Context: an optimization exercise on an open-source flow, tuned for small area and a short achievable clock period. The choices shown serve that exercise and are no tape-out recipe.
Only simulation tests tie the RTL to the original design; equivalence was not proved.
Power and IR drop assume default switching activity.

File: flow/standard.sh
#!/bin/bash
# synth_recipe.tcl (not shown) runs the flow's synth.tcl, then flattens the netlist and writes it again
# the make line also repeats each setting of config.mk as NAME=value (left out here)
make -C /OpenROAD-flow-scripts/flow DESIGN_CONFIG=/design/flow/config.mk WORK_HOME=/design/flow/orfs CLKGATE_MAP_FILE= SYNTH_SCRIPT=/design/flow/synth_recipe.tcl "${@:-finish}"
File: flow/constraint.sdc
create_clock -name core_clock -period 16.0 [get_ports {clk}]
set_input_delay 3.2000 -clock core_clock [delete_from_list [all_inputs] [get_ports {clk}]]
set_output_delay 3.2000 -clock core_clock [all_outputs]
set_load 0.01 [all_outputs]
File: flow/design.v
module lane_contrib (
    input  wire          clk,
    input  wire          rst,
    input  wire          in_valid,
    input  wire          m_kind4,
    input  wire [3:0]    m_count,
    input  wire [4:0]    m_exp,
    input  wire [1:0]    w_fmt,       
    input  wire [7:0]    w_scale,
    input  wire [7:0]    w_offset,
    input  wire [63:0]   w_code,
    input  wire [127:0]  esc_entry,
    input  wire [7:0]    esc_ok,
    output reg           out_valid,
    output reg  [255:0]  out_contrib,
    output reg  [7:0]    out_sat,
    output reg  [7:0]    out_nonfin,
    output reg  [7:0]    out_escovr
);
    reg          v0, v1, v2;
    reg          kind4_0;
    reg  [3:0]   count_0;
    reg  [4:0]   mexp_0;
    reg  [1:0]   fmt_0;
    reg  [7:0]   scale_0, offset_0;
    reg  [63:0]  code_0;
    reg  [127:0] entry_0;
    reg  [7:0]   ok_0;
    always @(posedge clk) begin
        if (rst) begin
            v0 <= 1'b0; v1 <= 1'b0; v2 <= 1'b0; out_valid <= 1'b0;
        end else begin
            v0 <= in_valid; v1 <= v0; v2 <= v1; out_valid <= v2;
        end
        kind4_0  <= m_kind4;
        count_0  <= m_count;
        mexp_0   <= m_exp;
        fmt_0    <= w_fmt;
        scale_0  <= w_scale;
        offset_0 <= w_offset;
        code_0   <= w_code;
        entry_0  <= esc_entry;
        ok_0     <= esc_ok;
    end
    wire [4:0] mq = kind4_0 ? {count_0[3], count_0} : {1'b0, count_0};
    wire [4:0] me = kind4_0 ? mexp_0 : 5'd0;
    wire block    = fmt_0[1];
    wire constant = block && (scale_0 == 8'd0);
    wire esc_bs4  = block && !fmt_0[0];    
    wire signed [9:0] rb = -10'sd90 - $signed({5'd0, me});
    wire signed [8:0] es = (block && !constant) ? 9'sd248 - $signed({1'b0, scale_0}) : 9'sd121;
    reg o0_1, t0_1, o1_1, t1_1, o2_1;
    always @(posedge clk) begin
        o0_1 <= mq[0];
        t0_1 <= mq[1] & ~mq[0];
        o1_1 <= mq[2] ^ mq[1];
        t1_1 <= (mq[3] & ~mq[2] & ~mq[1]) | (~mq[3] & mq[2] & mq[1]);
        o2_1 <= mq[4] ^ mq[3];
    end
    genvar i;
    generate
        for (i = 0; i < 8; i = i + 1) begin : g_lane
            wire [7:0]  code  = code_0[8*i +: 8];
            wire [15:0] entry = entry_0[16*i +: 16];
            wire        ok    = ok_0[i];
            wire esc = esc_bs4 && !constant && (code[3:0] == 4'b1000);
            wire [7:0] b_exp = entry[14:7];
            wire [6:0] b_man = entry[6:0];
            wire b_ff  = (b_exp == 8'hFF);
            wire b_nan = b_ff && (b_man != 7'd0);
            wire [8:0] q = fmt_0[0] ? {code[7], code} : {{5{code[3]}}, code[3:0]};
            wire [8:0] a = constant ? {offset_0[7], offset_0} :
                           esc      ? ((ok && !b_nan) ? {2'b01, b_man} : 9'd0) : q;
            wire [8:0] e = esc ? {1'b0, ~b_exp} : es;
            wire signed [9:0] r = rb + {e[8], e};
            wire flip = esc & entry[15];
            reg  [8:0] a_1;
            reg  [5:0] r_1;
            reg        big_1, zero_1, n0_1, n1_1, n2_1, nf_1, eo_1;
            always @(posedge clk) begin
                a_1    <= a;
                r_1    <= r[5:0];
                big_1  <= r[9];                           
                zero_1 <= !r[9] && (r > 10'sd43);         
                n0_1   <= mq[1] ^ flip;
                n1_1   <= mq[3] ^ flip;
                n2_1   <= mq[4] ^ flip;
                nf_1   <= esc && ok && b_ff;
                eo_1   <= esc && !ok;
            end
            wire [9:0] a10 = {a_1[8], a_1};
            wire [9:0] m0 = (o0_1 ? a10 : 10'd0) | (t0_1 ? {a_1, 1'b0} : 10'd0);
            wire [9:0] m1 = (o1_1 ? a10 : 10'd0) | (t1_1 ? {a_1, 1'b0} : 10'd0);
            wire [9:0] m2 = (o2_1 ? a10 : 10'd0);
            wire [9:0] u0 = m0 ^ {10{n0_1}};
            wire [9:0] u1 = m1 ^ {10{n1_1}};
            wire [9:0] u2 = m2 ^ {10{n2_1}};
            wire sg0 = u0[9], sg1 = u1[9];
            wire [13:0] ra  = {sg0 | sg1, sg0 ^ sg1, sg0, sg0, u0};
            wire [13:0] rbw = {2'b00, u1, 1'b0, n0_1};
            wire [13:0] rcw = {u2, 1'b0, n1_1, 2'b00};
            wire [13:0] rd  = {9'd0, n2_1, 4'd0};
            wire [13:0] x1 = ra ^ rbw ^ rcw;
            wire [13:0] y1 = ((ra & rbw) | (ra & rcw) | (rbw & rcw)) << 1;
            wire [13:0] x2 = x1 ^ y1 ^ rd;
            wire [13:0] y2 = ((x1 & y1) | (x1 & rd) | (y1 & rd)) << 1;
            wire [13:0] sum = x2 + y2;
            reg [12:0] p_2;
            reg [5:0]  r_2;
            reg        big_2, zero_2, nf_2, eo_2;
            always @(posedge clk) begin
                p_2    <= sum[12:0];
                r_2    <= r_1;
                big_2  <= big_1;
                zero_2 <= zero_1;
                nf_2   <= nf_1;
                eo_2   <= eo_1;
            end
            wire [12:0] pz = zero_2 ? 13'd0 : p_2;
            wire sgn = pz[12];
            wire [11:0] u = pz[11:0] ^ {12{sgn}};
            reg  [11:0] t;       
            reg  [11:0] z;       
            integer k;
            always @(*) begin
                t[11] = u[11];
                for (k = 10; k >= 0; k = k - 1) t[k] = t[k+1] | u[k];
                z[0] = !pz[0];
                for (k = 1; k < 12; k = k + 1) z[k] = z[k-1] & !pz[k];
            end
            wire nz   = sgn | t[0];
            wire [15:0] tv = {4'd0, t};
            wire lovf = (r_2[5:4] == 2'b00) && tv[r_2[3:0]];
            wire sat  = big_2 ? nz : lovf;
            wire signed [43:0] wide = {pz, 31'd0};
            wire [43:0] y = wide >>> r_2;
            wire rgt = r_2[5] && !r_2[4];
            wire [3:0]  gi = r_2[3:0];
            wire [15:0] gv = {4'd0, pz[11:0]};
            wire [15:0] sv = {3'd0, ~z[11:0], 1'b0};    
            wire g  = gv[gi];
            wire st = sv[gi];
            wire inc = rgt && g && (st || y[0]);
            wire [14:0] yr = {1'b0, y[13:0]} + {14'd0, inc};
            wire [31:0] res = {y[31:14] & {18{!yr[14]}}, yr[13:0]};
            always @(posedge clk) begin
                out_contrib[32*i +: 32] <= sat ? {sgn, {31{!sgn}}} : res;
                out_sat[i]    <= sat;
                out_nonfin[i] <= nf_2;
                out_escovr[i] <= eo_2;
            end
        end
    endgenerate
endmodule
File: flow/flow/run.sh
#!/bin/bash
# The standard layout (the standard.sh: ORFS synthesis through finish),
# with every input and output port buffered by sky130_fd_sc_hd__buf_1
# instead of the cell buffer_ports picks by itself.
set -euo pipefail
export BUFFER_PORTS_ARGS="-buffer_cell sky130_fd_sc_hd__buf_1"
bash standard.sh finish > standard_flow.log 2>&1
File: flow/config.mk
export PLATFORM = sky130hd
export DESIGN_NAME = lane_contrib
export DESIGN_NICKNAME = lane_contrib
export VERILOG_FILES = /design/flow/design.v
export SDC_FILE = /design/flow/constraint.sdc
export NUM_CORES = 4
export LEC_CHECK = 0
export CAP_MARGIN = 50
export CORE_MARGIN = 2
export CORE_UTILIZATION = 60
export SLEW_MARGIN = 75
==> results of run 1 <==
[cells in the mapped netlist (39+ instances only)]
master	n	area [sq um]
nor3_1	112	561
xor2_1	181	1590
buf_2	61	305
a22oi_1	147	1100
o21ai_0	392	1960
inv_1	230	863
nor2_1	309	1160
mux2_2	60	676
a31oi_1	56	350
xnor2_1	296	2590
ha_1	234	2930
buf_1	45	169
nand3_1	64	320
o22ai_1	47	294
mux2i_1	161	1610
nand2b_1	73	457
a21oi_1	340	1700
o31ai_1	78	586
and3_1	41	257
o211ai_1	74	556
clkbuf_1	246	923
fa_1	80	1600
nand2_1	443	1660
and2_1	39	244
dfxtp_1	877	17600
nor2b_1	102	638
a21o_1	60	450
o21a_1	40	300
[state kept, by name (all words and copies together), names as in the netlist, 48 cells and up]
signal       count
g_lane.r_1      48
entry_0        128
out_contrib    256
g_lane.a_1      72
g_lane.p_2     104
g_lane.r_2      48
code_0          64
[logic make-up after synthesis]
logic type	synth area share, %
AOI/OAI and AO/OA	22.7
DFF	34.5
muxes	6.05
adders and majority gates	8.91
xor gates and xnor gates	8.21
and+or+nand+nor	14.4
buffers and inverters	5.22
[cell type report]
cell class              count  area [sq um]  area share, %
diodes                      3          7.51         0.0127
clock buffers             116          2490           4.23
clock inverters            50           578          0.980
inverters                 251           956           1.62
multi-input cells        4198         32700           55.4
flip-flops and latches    877         17700           30.1
well taps                1134          1420           2.41
repair buffers            661          3130           5.30
[metal layers]
metal / part of all wire [%] / vias to the layer above / global-route usage (%)
met3: 9.6 / 382 / 7.52
met1: 41 / 21948 / 47.0
met4: 4.5 / 8 / 15.7
met5: 0.034 / - / 0
met2: 45 / 2292 / 55.1
li1: - / 21508 / -
[report_power, final]
part / switching, W / internal [W]
Combinational: 0.00325 / 0.00213
Sequential: 0.000613 / 0.00284
Clock: 0.000904 / 0.00126
[worst max path at each step]
stage / start / to / slack, ns / cells after the start
after floorplan: t0_1 / g_lane[5].p_2[12] / 11.96 / 17
after global placement: fmt_0[0] / g_lane[0].zero_1 / 11.52 / 14
after detailed placement: o0_1 / g_lane[6].p_2[12] / 11.85 / 15
after CTS: out_contrib[168] / out_contrib[168] / 11.56 / 1
after global routing: out_contrib[187] / out_contrib[187] / 11.55 / 1
final: out_contrib[165] / out_contrib[165] / 11.60 / 1
[through the flow]
| step | instances | setup slack (ns) | power (W) | hold slack, ns |
|---|---|---|---|---|
| final | 7290 | 11.60 | 0.0110 | 0.314 |
| after global placement | 7027 | 11.52 | 0.00825 | 0.310 |
| after floorplan | 5711 | 11.96 | 0.00691 | 0.310 |
| after global routing | 7290 | 11.55 | 0.0117 | 0.319 |
| after detailed placement | 7108 | 11.85 | 0.00860 | 0.312 |
| after CTS | 7274 | 11.56 | 0.0108 | 0.308 |
==> key figures, run 1 <==
Critical path
  – Worst r2r path cells: 19
  – Delay-heaviest family, CP: flip-flops
  – Worst EP required: 12.80 ns
  – Worst reg2reg path endpoint: g_lane[0].zero_1
  – Critical-path maximum fanout: 1
  – CP endpoint kind: primary output
  – Worst Setup Path Type: flip-flop to primary output
  – Worst setup SP type: flip-flop
  – CP Data Arrival Time: 1.20 ns
  – Reg2Reg Setup Slack: 11.83 ns
  – CP max stage delay: 0.38 ns
  – CP cell instances: buf_1
  – FF-to-FF Start: scale_0[0]
  – Slowest cell on crit path: dfxtp_1
  – Crit path buf inv count: 1

Detailed routing
  – Routed Antenna Nets: 0
  – DR vias: 46138
  – Pre-antenna DRT Iters: 6
  – DRC: 0
  – Post-Route WL: between 150000 and 200000 um
  – 1st-iter DRT viols: 4969
  – Vias/cell: 6.33
  – Routed WL per cell: 21.9 um

Global route
  – Initial antenna violation count: 8
  – First-pass GRT wire length: 243000 um
  – Gr ovfl total: 0
  – Largest net degree at the start of global routing: 55
  – Total Routing Usage GR: a little over a third
  – Vias in the first global route: 43036

Timing
  – Hold Fails Final Rpt: 0
  – Worst Skew: 0.0300 ns
  – Max-slew violation count: 0
  – Setup TNS Final: 0 ns
  – RSZ-0062 raised after global routing: no
  – Maximum clock frequency: 227 MHz
  – Slew headroom: approximately 73%
  – Tcrit/Tclk final: between 20% and 30%
  – Worst slew pin tran: 0.400 ns
  – Post-layout minimum cycle time: roughly 4.4 ns
  – Count of final setup violators: 0

Yosys
  – Dominant synthesized flop cell: dfxtp_1
  – Post-synthesis sequential area ratio: 34.5%
  – Distinct cells, synth: around 120
  – Post-synth EDFFs: 0
  – Fraction of registers with async set/reset: 0%
  – Synthesized cell area: 0.0509 sq mm
  – Synthesized area per cell: between 8 and 9 sq um
  – Post-synth net total: 6256
  – Cell count after synthesis: 5711
  – #FFs+latches synth: 877
  – Ys Warns: 1

CTS
  – Num CTS Buffers: 90
  – CTS resizes: 0
  – CTS tree: built
  – Clock sinks: 877
  – Clock latency on the worst-skew pair: around 0.68 ns
  – Setup bufs post-CTS: 0
  – Clk slew on worst S/H paths: 0.06 ns
  – Root Buffer: clkbuf_16
  – CTS Buffer Depth: 3
  – Cts hold-fix bufs: 0
  – # H-tree levels: 3

Floorplan
  – IO Count: 512
  – Effective utilization at floorplan: ~61%
  – CORE AREA: approximately 0.084 sq mm
  – Die Ht: 295 um
  – Site Rows: about 110
  – Die area: around 0.087 sq mm
  – Die width: 295 um

Hold path
  – HP Start: g_lane[6].big_1
  – Hold-critical path depth: 0
  – Min-Delay Path Class: flip-flop to flip-flop
  – Hold Path Sink: g_lane[6].big_2

Final layout
  – Nets: 6624
  – Commonest non-fill, non-tap cell in the layout: dfxtp_1
  – Most frequent cells in the layout: 802 x dfxtp_1, 551 x buf_1, 420 x nand2_1
  – Post-route cell area: between 0.05 and 0.06 sq mm
  – Fillers: 6617
  – Share of cells above drive strength 1: 13.8%
  – Synth-to-Final Area Change: 16.0%
  – Finished Core Util: 70.4%

Power
  – Pleak: ~24 nW
  – Power Dens Cells: around 190 mW/mm^2
  – VDD IR max: ~0.13 mV

Placed design
  – Routability congestion estimate: a little over 1
  – Port Buf Inserts: between 500 and 600
  – DP Area: 0.0551 sq mm
  – Final HPWL DP: 119000 um

Flow run
  – Max-cap violations: 0

Outcome
  – Run status: complete, no violations
==> run 2, diff against run 1 <==
--- a/flow/config.mk
+++ b/flow/config.mk
@@ -10,2 +10,3 @@
 export CORE_UTILIZATION = 60
+export CTS_BUF_LIST = sky130_fd_sc_hd__clkbuf_8
 export SLEW_MARGIN = 75
==> run 2 against run 1 <==
Still clean on timing, DRC and antenna. First-iteration DRC count shrank 4.4%. Global-route usage grew 0.11 points. Register-to-register slack lost 0.02 ns. Cell area shrank 0.21%. Utilization shrank 0.14 points. Clock skew grew 0.017 ns. Via count grew 0.47%. Combinational power is essentially flat. Critical endpoint is now out_contrib[162].
==> key figures, run 2 <==
Outcome
  – Run status: complete, no violations

Timing
  – Max-slew violation count: 0
  – Setup TNS Final: 0 ns
  – Count of final setup violators: 0
  – Worst Skew: 0.0475 ns
  – Post-layout minimum cycle time: 4.57 ns
  – Worst slew pin tran: about 0.4 ns
  – Slew headroom: 73.0%
  – Maximum clock frequency: 219 MHz
  – Tcrit/Tclk final: 28.6%
  – RSZ-0062 raised after global routing: no
  – Final worst-path setup slack: approximately 11 ns
  – Hold Fails Final Rpt: 0

Detailed routing
  – DR vias: between 40000 and 50000
  – DRC: 0
  – Routed WL per cell: 21.7 um
  – Post-Route WL: roughly 160000 um
  – Pre-antenna DRT Iters: 8
  – 1st-iter DRT viols: 4748
  – Routed Antenna Nets: 0
  – Vias/cell: approximately 6.3

CTS
  – Clock sinks: 877
  – Root Buffer: clkbuf_8
  – Clock latency on the worst-skew pair: 0.85 ns
  – Num CTS Buffers: 141
  – Cts hold-fix bufs: 0
  – Setup bufs post-CTS: 0
  – CTS Buffer Depth: 3
  – CTS resizes: 0
  – CTS tree: built
  – Clk slew on worst S/H paths: 0.06 ns
  – # H-tree levels: 4

Final layout
  – Largest registers: out_contrib: 256 flops, entry_0: 128 flops, g_lane.p_2: 104 flops
  – Post-route cell area: 0.0589 sq mm
  – Biggest register: out_contrib
  – Most frequent cells in the layout: 802 x dfxtp_1, 551 x buf_1, 420 x nand2_1
  – Share of cells above drive strength 1: around 15%
  – Nets: roughly 6700
  – Synth-to-Final Area Change: 15.8%
  – Commonest non-fill, non-tap cell in the layout: dfxtp_1
  – Post-route insts no fill: 7381
  – Fillers: 6717
  – Max reg flops: 256

Floorplan
  – Die area: roughly 0.087 sq mm
  – Site Rows: approximately 110
  – IO Count: 512
  – Die Ht: 295 um
  – Effective utilization at floorplan: 60.7%
  – Die width: 295 um
  – CORE AREA: approximately 0.084 sq mm

Yosys
  – Synth top area share: 34.5%
  – Ys Warns: 1
  – Fraction of registers with async set/reset: 0%
  – Post-synth net total: 6256
  – Synthesized area per cell: between 8 and 9 sq um
  – Post-synth EDFFs: 0
  – Synthesized cell area: 0.0509 sq mm
  – Post-synth top area cell: dfxtp_1
  – Cell count after synthesis: 5711
  – Synth area leaders: dfxtp_1 35%, ha_1 5.8%, xnor2_1 5.1%, o21ai_0 3.9%, a21oi_1 3.3%
  – Dominant synthesized flop cell: dfxtp_1
  – Most frequent cells after synthesis: 877 x dfxtp_1, 443 x nand2_1, 392 x o21ai_0
  – Most common cell in the netlist: dfxtp_1
  – Post-synthesis sequential area ratio: about 35%
  – #FFs+latches synth: slightly below 900
  – Distinct cells, synth: 117

Critical path
  – Worst Setup Path Type: flip-flop to primary output
  – Worst EP required: 12.80 ns
  – Critical-path maximum fanout: 1
  – CP endpoint kind: primary output
  – Worst setup SP type: flip-flop
  – CP max stage delay: 0.35 ns
  – Delay-heaviest family, CP: flip-flops
  – Crit path buf inv count: 1
  – Slowest cell on crit path: dfxtp_1
  – CP cell instances: buf_1
  – CP Data Arrival Time: 1.37 ns

Global route
  – Vias in the first global route: 43272
  – Total Routing Usage GR: approximately 35%
  – Largest net degree at the start of global routing: 55
  – First-pass GRT wire length: around 240000 um
  – Initial antenna violation count: 7
  – Gr ovfl total: 0

Placed design
  – DP Area: 0.0551 sq mm
  – Pre-CTS setup slack: 11.85 ns
  – Final HPWL DP: 119000 um
  – Routability congestion estimate: 1.01
  – Dpl cells: around 7000
  – Port Buf Inserts: slightly above 500

Hold path
  – Min-Delay Path Class: flip-flop to flip-flop

Power
  – Power Dens Cells: 184 mW/mm^2
  – Pleak: 23.8 nW
  – VDD IR max: about 0.15 mV

Flow run
  – Max-cap violations: 0
[run 2: area by class of cell]
cell class | instances | area (sq um) | share of cell area (%)
sequential | 877 | 17700 | 30.1
multi-input combinational | 4198 | 32700 | 55.5
inverter | 251 | 956 | 1.62
antenna | 4 | 10.0 | 0.0170
clock buffer | 179 | 2460 | 4.18
tap | 1134 | 1420 | 2.41
clock inverter | 77 | 504 | 0.856
timing repair buffer | 661 | 3110 | 5.29
[run 2: path summary, 6_finish.rpt]
path	slack [ns]	startpoint	end	cells past startpoint
max	11.43	out_contrib[162]	out_contrib[162]	1
min	0.31	g_lane[0].r_1[2]	g_lane[0].r_2[2]	0
max reg2reg	11.81	scale_0[0]	g_lane[0].zero_1	19
min reg2reg	0.31	g_lane[0].r_1[2]	g_lane[0].r_2[2]	0
[run 2: kinds of logic after synthesis]
family | Yosys count | synth area share [%]
buf+inv | 636 | 5.22
xor+xnor | 477 | 8.21
fa+ha+maj | 314 | 8.91
simple gates | 1447 | 14.4
flops | 877 | 34.5
mux | 256 | 6.05
compound gates | 1704 | 22.7
[run 2: stage by stage]
stage	utilization (%)	hold slack (ns)	total power (W)
2_1_floorplan	-	0.310	0.00691
3_3_place_gp	63.2	0.310	0.00825
3_5_place_dp	65.8	0.312	0.00860
4_1_cts	69.3	0.318	0.0106
5_1_grt	70.2	0.317	0.0115
6_report	70.2	0.313	0.0108
[run 2: layer usage]
| metal | part of all wire [%] | up-vias | global-route usage, % |
|---|---|---|---|
| li1 | - | 21615 | - |
| met1 | 41 | 22065 | 46.8 |
| met2 | 45 | 2269 | 55.4 |
| met3 | 9.2 | 400 | 8.39 |
| met4 | 4.0 | 6 | 15.0 |
| met5 | 0.046 | - | 0 |
[run 2: power breakdown]
| group | switching, W | internal, W | leakage, nW | total (W) |
|---|---|---|---|---|
| logic | 0.00324 | 0.00213 | 14.8 | 0.00536 |
| registers | 0.000614 | 0.00284 | 7.39 | 0.00345 |
| clock network | 0.000926 | 0.00107 | 1.68 | 0.00199 |

## afterwards: timing with drivers on the ports
The flow's constraints put no driver on any port. The routed layouts listed below were extracted and timed again, unchanged, in two steps.
Step 1 (the two cells are an assumption about what drives the block):
set clk [get_ports {clk}]
set_driving_cell -lib_cell sky130_fd_sc_hd__clkbuf_16 $clk
set_driving_cell -lib_cell sky130_fd_sc_hd__buf_2 [delete_from_list [all_inputs] $clk]
Step 2 moves the port delays by t, midway between the first and last clock arrival at a register: inputs arrive t later, outputs are due t later. That takes back most of the time a late clock gives input paths.
Three values: no drivers, after step 1, after step 2; two values: the first two.
| run | t, ns | setup slack, ns | worst setup path at the end | worst slew at a driven data input, ns | cell pins on the clock port's net |
|---|---|---|---|---|---|
| run 1 | 0.738 | 11.602 / 11.527 / 11.834 | register to register | 0.11 | 1 |
| run 2 | 0.895 | 11.430 / 11.360 / 11.814 | register to register | 0.11 | 1 |
After both steps setup and hold are still met in every run listed.
